This design comes from an exercise in tuning for small area, a short achievable clock period and few clock cycles per item on the open sky130 flow, not from production work.
The RTL was checked by simulation tests, not by an equivalence proof against the original design.
Power figures rest on the tool's default switching activity, not on a simulated workload.

==> flow/design.v (outline; a module is shown in full before it is edited, if it fits) <==
// module tdc_le_conv: 1313 lines
// module tdc_ks_add: 40 lines
module tdc_le_conv (
  input  wire        clk,
  input  wire        rst,           
  input  wire        cmd_valid,
  output wire        cmd_ready,
  input  wire [1:0]  cmd_op,        
  input  wire        cmd_interp,    
  input  wire [11:0] cmd_a,         
  input  wire [12:0] cmd_b,         
  output reg         res_valid,
  output reg         res_pair,      
  output reg         res_ok,        
  output reg         res_void,      
  output reg         res_interp,
  output reg  [11:0] res_coarse,
  output reg  [8:0]  res_fine,
  output reg  [1:0]  res_frame      
);
  // ...
==> flow/flow/run.sh <==
#!/bin/bash
# The standard layout (the standard.sh: standard synthesis, floorplan,
# placement, CTS, routing, finish) with one change: repair_timing is asked
# for a setup margin of SETUP_MARGIN ns at the design's clock period, so it
# works on every path longer than the period less that margin. The clock,
# the constraints and every other setting stay the standard ones.
set -euo pipefail
SETUP_MARGIN=${SETUP_MARGIN:-8}
bash standard.sh SETUP_SLACK_MARGIN=$SETUP_MARGIN finish > run_make.log 2>&1
==> flow/standard.sh <==
#!/bin/bash
# synth_recipe.tcl (not shown) runs the flow's synth.tcl, then flattens the netlist and writes it again
# the make line also repeats each setting of config.mk as NAME=value (left out here)
make -C /OpenROAD-flow-scripts/flow DESIGN_CONFIG=/design/flow/config.mk WORK_HOME=/design/flow/orfs CLKGATE_MAP_FILE= SYNTH_SCRIPT=/design/flow/synth_recipe.tcl "${@:-finish}"
==> flow/config.mk <==
export PLATFORM = sky130hd
export DESIGN_NAME = tdc_le_conv
export DESIGN_NICKNAME = tdc_le_conv
export VERILOG_FILES = /design/flow/design.v
export SDC_FILE = /design/flow/constraint.sdc
export NUM_CORES = 4
export LEC_CHECK = 0
export CAP_MARGIN = 20
export CORE_MARGIN = 2
export CORE_UTILIZATION = 40
export CTS_BUF_LIST = sky130_fd_sc_hd__clkbuf_8
export SLEW_MARGIN = 20
==> flow/constraint.sdc <==
create_clock -name core_clock -period 12.0 [get_ports {clk}]
set_input_delay 2.4000 -clock core_clock [delete_from_list [all_inputs] [get_ports {clk}]]
set_output_delay 2.4000 -clock core_clock [all_outputs]
set_load 0.01 [all_outputs]
==> out/qor.yml, run 1 <==
status: "complete, no violations"
power_frac_comb_pct: 22.2
syn_avg_cell_area_um2: 11.3
worst_clock_skew_ns: 0.140
powerDensity_nw_per_um2: 235
async_reset_ff_share_pct: 0
synth-seq-cells: 2148
tap-cell-count: 2355
hp-start: "ring1[176]"
ys_top_cells_by_area: "dfxtp_1 56%, a22oi_1 9.2%, edfxtp_1 5.1%, ha_1 3.2%, fa_1 2.9%"
criticalPathCategory: "reg -> reg"
finalMaxSlewViolations: 0
maxCapViolations: 0
clkCellAreaFrac_pct: 8.41
register_area_um2: 44200
required_ns: 12.93
cp_slowest_cell: "nor2_2"
flops_and_latches: 2148
wl_um: 323000
drive_above_1_share_pct: 13.5
post_cts_buffers: 0
finalSetupTns_ns: 0
area_delta_synth_final_pct: 15.3
dp_cells: 8585
worstPathMaxFanout: 16
Testbench counts, summed over its fixed seeds: cycles 12,372, items 12,062.
==> run 2: changes to the inputs <==
--- a/flow/design.v
+++ b/flow/design.v
@@ -11,17 +11,17 @@
   output reg         res_pair,      
   output reg         res_ok,        
   output reg         res_void,      
   output reg         res_interp,
   output reg  [11:0] res_coarse,
   output reg  [8:0]  res_fine,
   output reg  [1:0]  res_frame      
 );
-  integer j, k;
+  integer jb, jr, ja, ka, kw, kd;
   reg         ready_r;
   reg         f_v;
   reg  [1:0]  f_op;
   reg         f_i;
   reg  [11:0] f_a;
   reg  [12:0] f_b;
   reg  [5:0]  rot;                  
   reg  [3:0]  rot_w;                
@@ -1089,40 +1089,40 @@
   wire [8:0]  q_r1  = p1_i ? st_q[17:9] : st_q[8:0];
   wire [10:0] h_r1  = p1_i ? st_h[21:11] : st_h[10:0];
   wire        void1 = !(p1_i ? st_have[1] : st_have[0]) ||
                       ($signed(m1) > $signed({4'd0, q_r1})) ||
                       ($signed(m1) < -$signed({2'd0, h_r1}));
   reg  [17:0] bd1;
   reg  [2:0]  bt;
   always @* begin
-    for (j = 0; j < 6; j = j + 1) begin
-      bt = {m1[2*j+1], m1[2*j], (j == 0) ? 1'b0 : m1[2*j-1]};
-      bd1[3*j+2] = bt[2];
-      bd1[3*j+1] = (bt == 3'b011) || (bt == 3'b100);
-      bd1[3*j]   = (bt[1] ^ bt[0]);
+    for (jb = 0; jb < 6; jb = jb + 1) begin
+      bt = {m1[2*jb+1], m1[2*jb], (jb == 0) ? 1'b0 : m1[2*jb-1]};
+      bd1[3*jb+2] = bt[2];
+      bd1[3*jb+1] = (bt == 3'b011) || (bt == 3'b100);
+      bd1[3*jb]   = (bt[1] ^ bt[0]);
     end
   end
   reg         p2_hit, p2_pair, p2_wr, p2_ok;
   reg         p2_i;
   reg  [17:0] p2_bd;                
   reg  [13:0] p2_x;                 
   reg         p2_void;
   reg  [14:0] p2_rcp;
   wire [14:0] rcp2 = p2_rcp;
   reg  [37:0] row [0:6];
   reg  [37:0] misc;
   reg  [16:0] mag, pp;
   always @* begin
     misc = {p2_x, 24'hAB0000};
-    for (j = 0; j < 6; j = j + 1) begin
-      mag = ({17{p2_bd[3*j]}} & {2'b00, rcp2}) | ({17{p2_bd[3*j+1]}} & {1'b0, rcp2, 1'b0});
-      pp  = {17{p2_bd[3*j+2]}} ^ mag;
-      row[j] = {21'd0, ~pp[16], pp[15:0]} << (2 * j);
-      misc[2*j] = p2_bd[3*j+2];
+    for (jr = 0; jr < 6; jr = jr + 1) begin
+      mag = ({17{p2_bd[3*jr]}} & {2'b00, rcp2}) | ({17{p2_bd[3*jr+1]}} & {1'b0, rcp2, 1'b0});
+      pp  = {17{p2_bd[3*jr+2]}} ^ mag;
+      row[jr] = {21'd0, ~pp[16], pp[15:0]} << (2 * jr);
+      misc[2*jr] = p2_bd[3*jr+2];
     end
     row[6] = misc;
   end
   wire [37:0] l1s0 = row[0] ^ row[1] ^ row[2];
   wire [37:0] l1c0 = {(row[0][36:0] & row[1][36:0]) | (row[0][36:0] & row[2][36:0]) | (row[1][36:0] & row[2][36:0]), 1'b0};
   wire [37:0] l1s1 = row[3] ^ row[4] ^ row[5];
   wire [37:0] l1c1 = {(row[3][36:0] & row[4][36:0]) | (row[3][36:0] & row[5][36:0]) | (row[4][36:0] & row[5][36:0]), 1'b0};
   wire [37:0] l2s0 = l1s0 ^ l1c0 ^ l1s1;
@@ -1152,34 +1152,48 @@
   tdc_ks_add #(6) u_i3  (.a(xs3), .b(xc3), .ci(v3c[18]), .s(idx3), .c(idx3c));
   tdc_ks_add #(6) u_i3p (.a(xs3), .b(xc3 | {5'd0, v3c[18]}), .ci(1'b1), .s(idx3p), .c(idx3pc));
   wire [5:0]  widx3 = p3_s + ~rot;
   reg         p4_hit, p4_pair, p4_wr, p4_ok, p4_void;
   reg         p4_i;
   reg  [13:0] p4_coarse;
   reg  [3:0]  p4_o;
   reg         p4_s63;
-  reg  [4:0]  p4_ei, p4_oi;
+  reg  [15:0] p4_elo, p4_olo;
+  reg  [3:0]  p4_ehi, p4_ohi;
   reg         p4_par;
   reg  [1:0]  p4_wj;
   reg  [12:0] p4_e;
   reg  [64*13-1:0] ring0, ring1;
   wire [12:0] evb [0:63];
   wire [12:0] odb [0:63];
   genvar g;
   generate
     for (g = 0; g < 32; g = g + 1) begin : banks
       assign evb[g]      = ring0[26*g +: 13];
       assign evb[g + 32] = ring1[26*g +: 13];
       assign odb[g]      = ring0[26*g + 13 +: 13];
       assign odb[g + 32] = ring1[26*g + 13 +: 13];
     end
   endgenerate
-  wire [12:0] ev4  = evb[{p4_i, p4_ei}];
-  wire [12:0] od4  = odb[{p4_i, p4_oi}];
+  reg  [12:0] ev4, od4, eg, og;
+  always @* begin
+    ev4 = 13'd0;
+    od4 = 13'd0;
+    for (ka = 0; ka < 4; ka = ka + 1) begin
+      eg = 13'd0;
+      og = 13'd0;
+      for (ja = 0; ja < 16; ja = ja + 1) begin
+        eg = eg | ({13{p4_elo[ja]}} & evb[(ja / 8) * 32 + ka * 8 + (ja % 8)]);
+        og = og | ({13{p4_olo[ja]}} & odb[(ja / 8) * 32 + ka * 8 + (ja % 8)]);
+      end
+      ev4 = ev4 | ({13{p4_ehi[ka]}} & eg);
+      od4 = od4 | ({13{p4_ohi[ka]}} & og);
+    end
+  end
   wire [12:0] e0_4 = p4_par ? od4 : ev4;
   wire [12:0] e1_4 = (p4_par ? ev4 : od4) | {p4_s63, 12'd0};    
   wire        neg4 = p4_coarse[13];
   wire        big4 = !p4_coarse[13] && (p4_coarse[12:0] >= 13'd4000);
   wire [11:0] co4  = big4 ? p4_coarse[11:0] - 12'd4000 :
                      neg4 ? p4_coarse[11:0] + 12'd4000 : p4_coarse[11:0];
   reg         p5_hit, p5_pair, p5_ok, p5_void;
   reg         p5_i;
@@ -1207,22 +1221,22 @@
   wire [16:0] w6c;
   tdc_ks_add #(16) u_w6 (.a(p6_ws), .b(p6_wc), .ci(1'b0), .s(w6), .c(w6c));
   wire        cv6 = p6_hit && !p6_void;
   reg [64*13-1:0] nr0, nr1;
   reg [5:0]       fs;
   always @* begin
     nr0 = {ring0[12:0], ring0[64*13-1:13]};
     nr1 = {ring1[12:0], ring1[64*13-1:13]};
-    for (k = 0; k < 4; k = k + 1) begin
-      fs = rot + 6'd16 * k[5:0];
-      if (p4_wr && !p4_i && p4_wj == k)      nr0[((16*k+63)%64)*13 +: 13] = p4_e;
-      else if (fill != 5'd0)                 nr0[((16*k+63)%64)*13 +: 13] = {1'b0, fs, 6'd0};
-      if (p4_wr && p4_i && p4_wj == k)       nr1[((16*k+63)%64)*13 +: 13] = p4_e;
-      else if (fill != 5'd0)                 nr1[((16*k+63)%64)*13 +: 13] = {1'b0, fs, 6'd0};
+    for (kw = 0; kw < 4; kw = kw + 1) begin
+      fs = rot + 6'd16 * kw[5:0];
+      if (p4_wr && !p4_i && p4_wj == kw)      nr0[((16*kw+63)%64)*13 +: 13] = p4_e;
+      else if (fill != 5'd0)                 nr0[((16*kw+63)%64)*13 +: 13] = {1'b0, fs, 6'd0};
+      if (p4_wr && p4_i && p4_wj == kw)       nr1[((16*kw+63)%64)*13 +: 13] = p4_e;
+      else if (fill != 5'd0)                 nr1[((16*kw+63)%64)*13 +: 13] = {1'b0, fs, 6'd0};
     end
   end
   always @(posedge clk) begin
     ring0 <= nr0;
     ring1 <= nr1;
     if (f_load) begin
       f_op <= cmd_op;
       f_i  <= cmd_interp;
@@ -1252,18 +1266,24 @@
     p2_void <= void1;
     p3_i <= p2_i; p3_ok <= p2_ok; p3_void <= p2_void;
     p3_sa <= l4s; p3_sb <= l4c;
     p3_e <= p2_bd[12:0]; p3_s <= p2_x[5:0];
     p4_i <= p3_i; p4_ok <= p3_ok; p4_void <= p3_void;
     p4_coarse <= co3;
     p4_o   <= v3[17:14];
     p4_s63 <= (up3 == 6'd63);
-    p4_ei  <= idx3p[5:1];
-    p4_oi  <= idx3[5:1];
+    for (kd = 0; kd < 16; kd = kd + 1) begin
+      p4_elo[kd] <= ({p3_i, idx3p[3:1]} == kd);
+      p4_olo[kd] <= ({p3_i, idx3[3:1]} == kd);
+    end
+    for (kd = 0; kd < 4; kd = kd + 1) begin
+      p4_ehi[kd] <= (idx3p[5:4] == kd);
+      p4_ohi[kd] <= (idx3[5:4] == kd);
+    end
     p4_par <= idx3[0];
     p4_wj  <= widx3[5:4];
     p4_e   <= p3_e;
     p5_i <= p4_i; p5_ok <= p4_ok; p5_void <= p4_void;
     p5_coarse <= co4;
     p5_frame  <= big4 ? 2'b01 : neg4 ? 2'b11 : 2'b00;
     p5_o <= p4_o;
     p5_e0 <= e0_4; p5_e1 <= e1_4;
==> flow/config.mk (replaced) <==
export PLATFORM = sky130hd
export DESIGN_NAME = tdc_le_conv
export DESIGN_NICKNAME = tdc_le_conv
export VERILOG_FILES = /design/flow/design.v
export SDC_FILE = /design/flow/constraint.sdc
export NUM_CORES = 4
export LEC_CHECK = 0
export CAP_MARGIN = 20
export CORE_MARGIN = 2
export CORE_UTILIZATION = 40
export SLEW_MARGIN = 20
==> run 2 against run 1 <==
Wire length fell by 26%. First-iteration DRC count fell by 51%. Register-to-register slack improved by 0.38 ns. Final area fell by 0.98%. Power rose by 2.9%. Global-route usage fell by 8.9 points. Area after synthesis rose by 0.64%. Via count fell by 14%. Still clean. Fmax rose by 9.8%. Sequential power rose by 2.7%. Non-clock buffer count fell by 68.
==> out/qor.yml, run 2 <==
status: "complete, no violations"  # unchanged
synth_most_common_cell: "dfxtp_1"  # unchanged
syn_avg_cell_area_um2: 11.7  # was 11.3 um^2
cts_tree: "yes"  # unchanged
finalSetupViolCount: 0  # unchanged
rsz0062_at_grt: "no"  # was yes
grt_util_all_layers_pct: 25.0  # was 33.9%
initial_core_util_pct: 40.3  # about the same
synth_commonest_cells: "2,056 x dfxtp_1, 344 x a221oi_1, 340 x a22o_1"  # was 2,026 x dfxtp_1, 888 x a22oi_1, 423 x nand2_1
fill_cells: 16300  # was 16,400
finalMaxSlewViolations: 0  # unchanged
cts_buffers: 198  # was 354
postSynthCellCount: 6185  # was 6,374
cp_slowest_cell: "ha_2"  # was nor2_2
ys_seq_area_share_pct: 61.7  # was 61.2%
async_reset_ff_share_pct: 0  # unchanged
ys_top_cells_by_area: "dfxtp_1 57%, edfxtp_1 5.0%, a221oi_1 4.1%, a22o_1 4.1%, ha_1 3.1%"  # was dfxtp_1 56%, a22oi_1 9.2%, edfxtp_1 5.1%, ha_1 3.2%, fa_1 2.9%
io_buffers: 59  # unchanged
num_vias: 50700  # was 58,900
drive_above_1_share_pct: 8.92  # was 13.5%
instances_no_fill: 8666  # was 9,251
criticalPathCategory: "reg -> reg"  # unchanged
cts-root-buf: "clkbuf_16"  # was clkbuf_8
grt_max_degree: 86  # was 78
synth_nets: 6504  # was 6,693
ant_nets: 0  # unchanged
hp-class: "reg -> reg"  # unchanged
relSlewSlack_pct: 20.0  # was 4.45%
synth_edf_count: 122  # unchanged
dp_cells: 8286  # was 8,585
drt_pre_antenna_iters: 6  # was 10
ir_drop_uv: 158  # was 139 uV
maxCapViolations: 0  # unchanged
nets: 6442  # was 6,907
insertion_delay_ns: 0.86  # was 1.14 ns
cp_num_buf_inv: 2  # unchanged
first_global_vias: 51300  # was 55,500
startpoint_type: "flip-flop"  # unchanged
netlist_area_um2: 72700  # was 72,200 um^2
gp_congestion: 0.952  # was 1.01
ys.warnings.count: 11  # unchanged
worstPathArrival_ns: 4.39  # was 5.20 ns
ys.flop_type: "dfxtp_1"  # unchanged
core_um2: 181000  # was 179,000 um^2
required_ns: 12.50  # was 12.93 ns
crit_path_end_kind: "flip-flop"  # unchanged
finalSetupTns_ns: 0  # unchanged
die_width_um: 430  # was 429 um
synth_area_leader_cell: "dfxtp_1"  # unchanged
worst_clock_skew_ns: 0.0607  # was 0.140 ns
powerDensity_nw_per_um2: 244  # was 235 nW/um^2
clk_pin_slew_ns: 0.06  # was 0.07 ns
drc: 0  # unchanged
fin_crit_ns: 3.89  # was 4.27 ns
final_common_cell: "dfxtp_1"  # unchanged
fmax_mhz: 257  # was 234 MHz
crit_family: "compound AO/OA/AOI/OAI gates"  # was simple AND/OR/NAND/NOR gates
top_regs: "ring0: 832 flops, ring1: 832 flops, p3_sa: 34 flops"  # unchanged
drtIter0Drc: 5347  # was 10,800
postCtsHoldBufs: 0  # unchanged
p_leak_uw: 0.0317  # was 0.0326 uW
yosysTopAreaCellShare_pct: 56.6  # was 56.2%
area_delta_synth_final_pct: 13.5  # was 15.3%
grt_first_pass_wirelength_um: 344000  # was 437,000 um
worst_slew_pin_slew_ns: 1.20  # was 1.43 ns
synth_cell_types: 88  # was 91
wl_um: 238000  # was 323,000 um
cts_htree_levels: 4  # was 5
crit_chain: "buf_4, clkinvlp_4, ha_2, nand2b_1, o21ai_0, ha_1, nand2b_1, o22ai_1, a221oi_1, a2111oi_2, o21ai_0"  # was nand2_1, nor2_2, buf_4, a22oi_1, nand4_1, nor3_1, nand3_1, o21ai_0, buf_4, mux2i_1
grt.overflow.total: 0  # unchanged
cpPeakStageDelay_ns: 0.52  # was 1.16 ns
wl_per_cell_um: 27.5  # was 35.0 um
die_area_um2: 185000  # was 184,000 um^2
final_cell_mix: "2,016 x dfxtp_1, 344 x a221oi_1, 340 x a22o_1"  # was 2,018 x dfxtp_1, 888 x a22oi_1, 438 x clkbuf_8
cts_buffer_depth: 3  # was 4
timing_hold_violations_final: 0  # unchanged
finalCritPeriodShare_pct: 32.4  # was 35.6%
antenna_found_initial: 8  # was 37
worstPathMaxFanout: 29  # was 16
clkSinkCount: 2178  # was 2,148
rows: 156  # was 155
io_pins: 60  # unchanged
avgViaCountPerCell: 5.85  # was 6.36
synth-seq-cells: 2178  # was 2,148
whs_ns: 0.306  # was 0.221 ns
fp.dieH_um: 430  # was 429 um
hpwl_um: 143000  # was 212,000 um
[run 2: cells by family (layout without fill, tap and decap cells)]
logic type	Yosys count	after routing	synth area share, %
buffers and inverters	623	728	3.27
xor gates and xnor gates	224	224	2.75
muxes	136	136	2.04
and+or+nand+nor	998	998	6.53
adders and majority gates	288	288	6.05
DFF	2178	2178	61.7
other	0	6	0
AOI/OAI and AO/OA	1738	1738	17.7
[run 2: power by group]
| group | total, uW | switching (uW) | internal (uW) |
|---|---|---|---|
| clock network | 6530 | 2810 | 3730 |
| registers | 9010 | 859 | 8150 |
| logic | 4580 | 2870 | 1710 |
| total | 20100 | 6540 | 13600 |
[run 2: metal layers]
layer / routed length [um] / GRT usage (%)
met2: 108000 / 40.3
met5: 27 / 0
met3: 20400 / 5.00
met1: 97100 / 32.2
met4: 12400 / 12.1
[run 2: worst paths after layout]
| kind | startpoint | cells past startpoint | endpoint | slack, ns |
|---|---|---|---|---|
| setup / recovery | p1_b[0] | 11 | st_rcp[21] | 8.11 |
| setup reg to reg | p1_b[0] | 11 | st_rcp[21] | 8.11 |
| hold reg to reg | p6_i | 0 | res_interp | 0.31 |
| hold / removal | p6_i | 0 | res_interp | 0.31 |
[run 2: through the flow]
stage / utilization [%] / setup WS [ns] / total power, uW / area (um^2)
3_3_place_gp: 41.8 / 7.57 / 13600 / 75500
4_1_cts: 45.6 / 8.01 / 20100 / 82400
2_1_floorplan: - / 8.41 / 11900 / 72700
3_5_place_dp: 41.8 / 7.57 / 13700 / 75500
5_1_grt: 45.7 / 8.00 / 21100 / 82400
6_report: 45.7 / 8.11 / 20100 / 82400
[run 2: layout make-up]
class | instances | area (um^2) | area share, %
clock buffers | 293 | 5930 | 7.20
clock inverters | 74 | 938 | 1.14
flip-flops and latches | 2178 | 45000 | 54.5
diodes | 6 | 15.0 | 0.0182
inverters | 208 | 790 | 0.958
repair buffers | 153 | 1270 | 1.54
multi-input cells | 3384 | 25600 | 31.0
well taps | 2370 | 2970 | 3.60
[run 2: worst reg2reg max path, cell delays in order (launching register included)]
cell        delay [ns]
dfxtp_1           0.31
buf_4             0.40
clkinvlp_4        0.34
ha_2              0.52
nand2b_1          0.24
o21ai_0           0.19
ha_1              0.28
nand2b_1          0.23
o22ai_1           0.26
a221oi_1          0.14
a2111oi_2         0.42
o21ai_0           0.26
[run 2: repair_timing]
item / 4_1_cts / 5_1_grt
hold endpoints to repair: 0 / 0
buffers inserted: 2 / 5
endpoints found under the setup margin: 43 / 8
resized for setup: 41 / 6
Testbench counts of run 2, summed over its fixed seeds: cycles 12,372, items 12,062.

==> re-timing with driven ports <==
No port has a modelled driver above. Below, the same layouts with a new extraction and two added sets of constraints.
Step 1 assumes that a clkbuf_16 drives the clock port and a buf_2 every other input.
Step 2 adds t to the input delays and takes it off the output delays; t is the mean of the earliest and latest rising clock arrival at the registers after step 1. Input paths then give back, and output paths get back, about the clock's delay inside the block.
Three values: no drivers, after step 1, after step 2; two values: the first two.
run | shift t [ns] | slack for setup (ns) | latest minus earliest clock arrival (ns) | slew at the worst register clock pin (ns)
run 1 | 1.155 | 7.729 / 7.729 / 7.729 | 0.147 / 0.147 | 0.07 / 0.07
run 2 | 0.906 | 8.111 / 8.043 / 7.952 | 0.066 / 0.066 | 0.07 / 0.07
After both steps every run listed still meets setup and hold. For run 2, which loses most, drivers alone change the setup slack by -0.068 ns; drivers and shift together by -0.159 ns.
